Background: an optimization exercise with open tools, aiming at small area, a short achievable clock period and few clock cycles per item. Do not read the settings as production practice.
Where RTL was checked, it was by simulation tests only, not by an equivalence proof against the original.

the baseline:
==> flow/design.v <==
module cell_check (
    input  wire        clk,
    input  wire        rst,
    input  wire        in_valid,
    output wire        in_ready,
    input  wire [31:0] in_data,      
    input  wire [3:0]  in_stream,    
    output reg         res_valid,    
    output reg  [1:0]  res_kind,     
    output reg  [3:0]  res_stream,
    output reg  [15:0] res_lost      
);
    localparam [31:0] POLY_R = 32'hEDB8_8320;    
    localparam [31:0] HC     = 32'h76AD_8866;
    localparam [1023:0] FM = {32'h826880EF, 32'hC35CC098, 32'hE3C6E0A3, 32'h71E37051, 32'hBA9938C7, 32'hDF241C8C, 32'h6F920E46, 32'hB5A187CC, 32'hD8B84309, 32'h6C5C2184, 32'hB446902D, 32'hD84BC8F9, 32'hEE4D6493, 32'h7726B249, 32'h3B935924, 32'h1DC9AC92, 32'h8C8C56A6, 32'h46462B53, 32'h232315A9, 32'h11918AD4, 32'h08C8C56A, 32'h046462B5, 32'h805AB1B5, 32'hC245D835, 32'h6122EC1A, 32'h3091760D, 32'h9A203BE9, 32'h4D101DF4, 32'h26880EFA, 32'h1344077D, 32'h09A203BE, 32'h04D101DF};
    function [31:0] crc_shift32;
        input [31:0] x;
        integer j;
        begin
            for (j = 0; j < 32; j = j + 1)
                crc_shift32[j] = ^(x & FM[32*j +: 32]);
        end
    endfunction
    function [31:0] bswap;
        input [31:0] w;
        bswap = {w[7:0], w[15:8], w[23:16], w[31:24]};
    endfunction
    localparam [1:0] S_W0  = 2'd0,   
                     S_W1  = 2'd1,   
                     S_PRE = 2'd2,   
                     S_DAT = 2'd3;   
    reg  [1:0]  st;
    reg         rdy;         
    reg  [6:0]  wcnt;        
    reg  [31:0] cx;          
    reg         dec;         
    reg  [31:0] acc;         
    wire        take = in_valid & rdy_st;
    wire        last = (wcnt == 7'd66);
    reg         idle;
    reg  [15:0] seq;         
    reg  [3:0]  cs;          
    wire        rdy_st = (st == S_W0) || (st == S_DAT);
    assign in_ready = rdy;
    always @(posedge clk) begin
        if (st == S_W1)
            cx <= ~bswap({5'd0, acc[27:17], acc[7:0], in_data[31:24]});
        else if (st == S_PRE)
            cx <= crc_shift32(cx) ^ bswap(acc);
        else if (st == S_DAT && take)
            cx <= crc_shift32(cx) ^ (last ? ~in_data : bswap(in_data));
        if (st == S_PRE)
            wcnt <= 7'd0;
        else if (take)
            wcnt <= wcnt + 7'd1;
        dec <= 1'b0;
        rdy <= 1'b1;
        if (rst)
            st <= S_W0;
        else begin
            case (st)
            S_W0:
                if (take) begin
                    st  <= S_W1;
                    rdy <= 1'b0;
                end
            S_W1: begin
                rdy <= 1'b0;
                if (in_valid) st <= S_PRE;
            end
            S_PRE: st <= S_DAT;
            default:
                if (take && last) begin
                    st  <= S_W0;
                    dec <= 1'b1;
                end
            endcase
        end
    end
    reg  [16:0] ring [0:15];
    reg  [3:0]  head;
    reg  [15:0] lseq;        
    reg         lsync;
    reg  [3:0]  lid;
    reg         dirty;       
    wire        hit   = (head == lid);
    wire        fetch = (lid != cs) && !dirty && (head == cs);
    integer k;
    always @(posedge clk) begin
        ring[0] <= hit ? {lsync & ~rst, lseq} : {ring[15][16] & ~rst, ring[15][15:0]};
        for (k = 1; k < 16; k = k + 1)
            ring[k] <= {ring[k-1][16] & ~rst, ring[k-1][15:0]};
        head <= rst ? 4'd0 : head + 4'd1;
    end
    reg  [4:0]  hcnt;
    reg         hbusy, hdone, hdr_ok;
    reg         dq;          
    wire [15:0] delta = idle ? seq : (lsync ? (lseq ^ seq) : 16'd0);
    wire [31:0] macc  = acc[0] ? ((acc >> 1) ^ POLY_R) : (acc >> 1);
    always @(posedge clk) begin
        if (st == S_W0 && take)
            acc <= in_data;
        else if (hbusy)
            acc <= (hcnt == 5'd0) ? 32'd0 : (macc ^ (dq ? HC : 32'd0));
        if (rst || dec) begin
            hbusy  <= 1'b0;
            hdone  <= 1'b0;
        end else if (!hbusy && !hdone && hdr_ok && lid == cs) begin
            hbusy <= 1'b1;
            hcnt  <= 5'd0;
        end else if (hbusy) begin
            dq   <= delta[{~hcnt[3], hcnt[2:0]}];
            hcnt <= hcnt + 5'd1;
            if (hcnt == 5'd16) begin
                hbusy <= 1'b0;
                hdone <= 1'b1;
            end
        end
        if (rst || dec)
            hdr_ok <= 1'b0;
        else if (st == S_PRE)
            hdr_ok <= 1'b1;
    end
    reg         ok_a, ok_b, dec2;
    wire [15:0] expv   = lsync ? lseq : seq;
    wire [15:0] exp1   = expv + 16'd1;
    wire [15:0] seq1   = seq + 16'd1;
    wire [15:0] nseq   = ok_a ? exp1 : seq1;
    wire        kind2  = !idle && !ok_a && ok_b;
    wire        upd    = dec2 && !idle && (ok_a || ok_b);
    always @(posedge clk) begin
        ok_a <= (cx == acc);                   
        ok_b <= (cx == 32'd0);                 
        dec2 <= dec & ~rst;
        if (rst) begin
            lsync <= 1'b0;
            dirty <= 1'b0;
            lid   <= 4'd0;
        end else if (upd) begin
            lseq  <= nseq;
            lsync <= 1'b1;
            dirty <= 1'b1;
        end else if (fetch) begin
            lseq  <= ring[15][15:0];
            lsync <= ring[15][16];
            lid   <= cs;
        end else if (hit)
            dirty <= 1'b0;
        if (st == S_PRE) begin
            cs   <= in_stream;
            seq  <= {acc[7:0], in_data[31:24]};
            idle <= (acc[31:28] == 4'd0);
        end
        res_valid  <= dec2 & ~rst;
        res_kind   <= idle ? (ok_a ? 2'd1 : 2'd3) : (ok_a ? 2'd0 : (ok_b ? 2'd2 : 2'd3));
        res_stream <= cs;
        res_lost   <= kind2 ? (seq - lseq) : 16'd0;
    end
endmodule
Settings: LEC_CHECK=0, CAP_MARGIN=20, CORE_MARGIN=2, CORE_UTILIZATION=40, SLEW_MARGIN=20; clock period 8.0 ns.
standard.sh (not shown) runs the stock make flow with config.mk's settings and CLKGATE_MAP_FILE= SYNTH_SCRIPT=/design/flow/synth_recipe.tcl, a recipe that flattens the netlist after the stock synthesis.
==> flow/flow/run.sh <==
#!/bin/bash
# Standard layout, with the timing repair aimed further below the clock period
# than the 5 ns SETUP_SLACK_MARGIN allows in config.mk, plain buffers on the
# ports and the clock tree settings below. Make's own output goes to make.log;
# each ORFS step writes its log under orfs/logs/.
set -euo pipefail
bash standard.sh 'BUFFER_PORTS_ARGS=-buffer_cell sky130_fd_sc_hd__buf_4' \
    'CTS_ARGS=-sink_clustering_enable -repair_clock_nets -sink_clustering_size 28 -sink_clustering_max_diameter 70 -buf_list sky130_fd_sc_hd__clkbuf_16 -dont_use_dummy_load' \
    SETUP_SLACK_MARGIN=5.6 finish > make.log 2>&1
The baseline completed end to end with timing, DRC and antenna clean.
Input-level comparison between the candidate and the baseline:
--- a/flow/design.v
+++ b/flow/design.v
@@ -90,38 +90,22 @@
         ring[0] <= hit ? {lsync & ~rst, lseq} : {ring[15][16] & ~rst, ring[15][15:0]};
         for (k = 1; k < 16; k = k + 1)
             ring[k] <= {ring[k-1][16] & ~rst, ring[k-1][15:0]};
         head <= rst ? 4'd0 : head + 4'd1;
     end
-    reg  [4:0]  hcnt;
-    reg         hbusy, hdone, hdr_ok;
     reg         dq;          
     wire [15:0] delta = idle ? seq : (lsync ? (lseq ^ seq) : 16'd0);
     wire [31:0] macc  = acc[0] ? ((acc >> 1) ^ POLY_R) : (acc >> 1);
+    wire        hwin  = (wcnt[6:4] == 3'd3) || (wcnt == 7'd64);
+    wire [3:0]  hcnt  = wcnt[3:0];
     always @(posedge clk) begin
         if (st == S_W0 && take)
             acc <= in_data;
-        else if (hbusy)
-            acc <= (hcnt == 5'd0) ? 32'd0 : (macc ^ (dq ? HC : 32'd0));
-        if (rst || dec) begin
-            hbusy  <= 1'b0;
-            hdone  <= 1'b0;
-        end else if (!hbusy && !hdone && hdr_ok && lid == cs) begin
-            hbusy <= 1'b1;
-            hcnt  <= 5'd0;
-        end else if (hbusy) begin
-            dq   <= delta[{~hcnt[3], hcnt[2:0]}];
-            hcnt <= hcnt + 5'd1;
-            if (hcnt == 5'd16) begin
-                hbusy <= 1'b0;
-                hdone <= 1'b1;
-            end
+        else if (st == S_DAT && take && hwin) begin
+            dq  <= delta[{~hcnt[3], hcnt[2:0]}];
+            acc <= (wcnt == 7'd48) ? 32'd0 : (macc ^ (dq ? HC : 32'd0));
         end
-        if (rst || dec)
-            hdr_ok <= 1'b0;
-        else if (st == S_PRE)
-            hdr_ok <= 1'b1;
     end
     reg         ok_a, ok_b, dec2;
     wire [15:0] expv   = lsync ? lseq : seq;
     wire [15:0] exp1   = expv + 16'd1;
     wire [15:0] seq1   = seq + 16'd1;
## What came out
- Per the comparison of the candidate with the baseline, portion of the clock cycle consumed by the worst path in the final layout comparable, multi-input logic cell count now sits at about the same level.
- Die area shrinks slightly when moving from the baseline to the candidate.
- Global-route met3 utilization: higher on the baseline
- Number of vias in the routed layout sits higher in the candidate than in the baseline.
- Delta (the candidate minus the baseline): clock buffer count rose 4.5%, summed area of non-filler cells in the final layout fell 68 µm², final cell count fell 0.53%, total of fill cells in the finished design about even.
- Diff the baseline -> the candidate: total length of routed wires went up 220 µm.
- Summary of the comparison: slack of the worst reg-to-reg path is lower in the candidate, relative to the baseline.
Testbench counts of the candidate, summed over its fixed seeds: cycles 89,624, cells 1,280.
No functional check of the RTL was part of the baseline.

* * *

// cell_check: RTL as listed in full above, without the edits since
==> flow/config.mk <==
export PLATFORM = sky130hd
export DESIGN_NAME = cell_check
export DESIGN_NICKNAME = cell_check
export VERILOG_FILES = /design/flow/design.v
export SDC_FILE = /design/flow/constraint.sdc
export NUM_CORES = 4
export LEC_CHECK = 0
export CAP_MARGIN = 20
export CORE_MARGIN = 2
export CORE_UTILIZATION = 40
export CTS_BUF_LIST = sky130_fd_sc_hd__clkbuf_8
export CTS_CLUSTER_DIAMETER = 50
export CTS_CLUSTER_SIZE = 20
export SETUP_SLACK_MARGIN = 5
export SLEW_MARGIN = 20
==> flow/constraint.sdc <==
create_clock -name core_clock -period 8.0 [get_ports {clk}]
set_input_delay 1.6000 -clock core_clock [delete_from_list [all_inputs] [get_ports {clk}]]
set_output_delay 1.6000 -clock core_clock [all_outputs]
set_load 0.01 [all_outputs]
run.sh (not shown) runs the stock make flow with config.mk's settings and CLKGATE_MAP_FILE= SYNTH_SCRIPT=/design/flow/synth_recipe.tcl, a recipe that flattens the netlist after the stock synthesis.
Stock flow here: none of the scripts above is used.
The baseline went through all stages and came out clean.
Rerun with:
--- a/flow/design.v
+++ b/flow/design.v
@@ -28,21 +28,20 @@
     localparam [1:0] S_W0  = 2'd0,   
                      S_W1  = 2'd1,   
                      S_PRE = 2'd2,   
                      S_DAT = 2'd3;   
     reg  [1:0]  st;
-    reg         rdy;         
+    reg         rdy;
     reg  [6:0]  wcnt;        
     reg  [31:0] cx;          
     reg         dec;         
     reg  [31:0] acc;         
-    wire        take = in_valid & rdy_st;
+    wire        take = in_valid & rdy;
     wire        last = (wcnt == 7'd66);
-    reg         idle;
-    reg  [15:0] seq;         
-    reg  [3:0]  cs;          
-    wire        rdy_st = (st == S_W0) || (st == S_DAT);
+    wire        idle = res_kind[0];
+    wire [15:0] seq  = res_lost;
+    wire [3:0]  cs   = res_stream;
     assign in_ready = rdy;
     always @(posedge clk) begin
         if (st == S_W1)
             cx <= ~bswap({5'd0, acc[27:17], acc[7:0], in_data[31:24]});
         else if (st == S_PRE)
@@ -52,25 +51,26 @@
         if (st == S_PRE)
             wcnt <= 7'd0;
         else if (take)
             wcnt <= wcnt + 7'd1;
         dec <= 1'b0;
-        rdy <= 1'b1;
-        if (rst)
-            st <= S_W0;
-        else begin
+        if (rst) begin
+            st  <= S_W0;
+            rdy <= 1'b0;
+        end else begin
             case (st)
             S_W0:
                 if (take) begin
                     st  <= S_W1;
                     rdy <= 1'b0;
-                end
-            S_W1: begin
-                rdy <= 1'b0;
-                if (in_valid) st <= S_PRE;
+                end else
+                    rdy <= 1'b1;
+            S_W1: if (in_valid) st <= S_PRE;
+            S_PRE: begin
+                st  <= S_DAT;
+                rdy <= 1'b1;
             end
-            S_PRE: st <= S_DAT;
             default:
                 if (take && last) begin
                     st  <= S_W0;
                     dec <= 1'b1;
                 end
@@ -144,16 +144,16 @@
             lseq  <= ring[15][15:0];
             lsync <= ring[15][16];
             lid   <= cs;
         end else if (hit)
             dirty <= 1'b0;
+        res_valid <= dec2 & ~rst;
         if (st == S_PRE) begin
-            cs   <= in_stream;
-            seq  <= {acc[7:0], in_data[31:24]};
-            idle <= (acc[31:28] == 4'd0);
+            res_stream  <= in_stream;
+            res_lost    <= {acc[7:0], in_data[31:24]};
+            res_kind[0] <= (acc[31:28] == 4'd0);
+        end else if (dec2) begin
+            res_kind <= idle ? (ok_a ? 2'd1 : 2'd3) : (ok_a ? 2'd0 : (ok_b ? 2'd2 : 2'd3));
+            res_lost <= kind2 ? (seq - lseq) : 16'd0;
         end
-        res_valid  <= dec2 & ~rst;
-        res_kind   <= idle ? (ok_a ? 2'd1 : 2'd3) : (ok_a ? 2'd0 : (ok_b ? 2'd2 : 2'd3));
-        res_stream <= cs;
-        res_lost   <= kind2 ? (seq - lseq) : 16'd0;
     end
 endmodule
Core utilization went up by 0.65 points.
Sequential share of layout area went down by 1.6 points.
Final cell count went up by 1.1%.
Die area went down by 2.4%.
Setup slack degrades by 0.061 ns.
Area after synthesis went down by 2.4%.
Hold slack degrades by 0.015 ns.
First-iteration DRC count went down by 10%.
Testbench counts after the change, summed over its fixed seeds: cycles 89,624, cells 1,280.
Only the layout flow was run in the first run of this note; the RTL was not checked for function there.

[port drivers added, routing unchanged]
In the flow no input, the clock included, has a driving cell. The finished layouts below were timed again as built, in two steps.
Step 1 sets driving cells, clkbuf_16 on the clock port and buf_2 on the other inputs (assumed; they add their load-dependent delay and slew).
Step 2 times the ports against the registers' clock, not the clock port: input delays grow and output delays shrink by t, the midpoint of the rising clock arrivals with the driver on.
Three values: ideal ports, drivers, drivers and shift; two values: the first two.
| run | shift t [ns] | setup WS [ns] | hold slack, ns | worst register clock-pin slew, ns | pins driven straight from the clock port |
|---|---|---|---|---|---|
| the baseline | 0.580 | 5.402 / 5.354 / 5.142 | 0.310 / 0.310 / 0.310 | 0.10 / 0.10 | 1 |
| the candidate | 0.587 | 5.404 / 5.352 / 5.022 | 0.302 / 0.302 / 0.302 | 0.10 / 0.10 | 1 |
| the first run of note 2 | 0.625 | 5.117 / 5.137 / 4.513 | 0.313 / 0.313 / 0.313 | 0.12 / 0.12 | 1 |
| the second run of note 2 | 0.664 | 5.056 / 5.005 / 4.440 | 0.298 / 0.298 / 0.298 | 0.12 / 0.12 | 1 |
After both steps setup and hold are still met in every run listed. For the second run of note 2, which loses most, drivers alone change the setup slack by -0.051 ns; drivers and shift together by -0.616 ns.
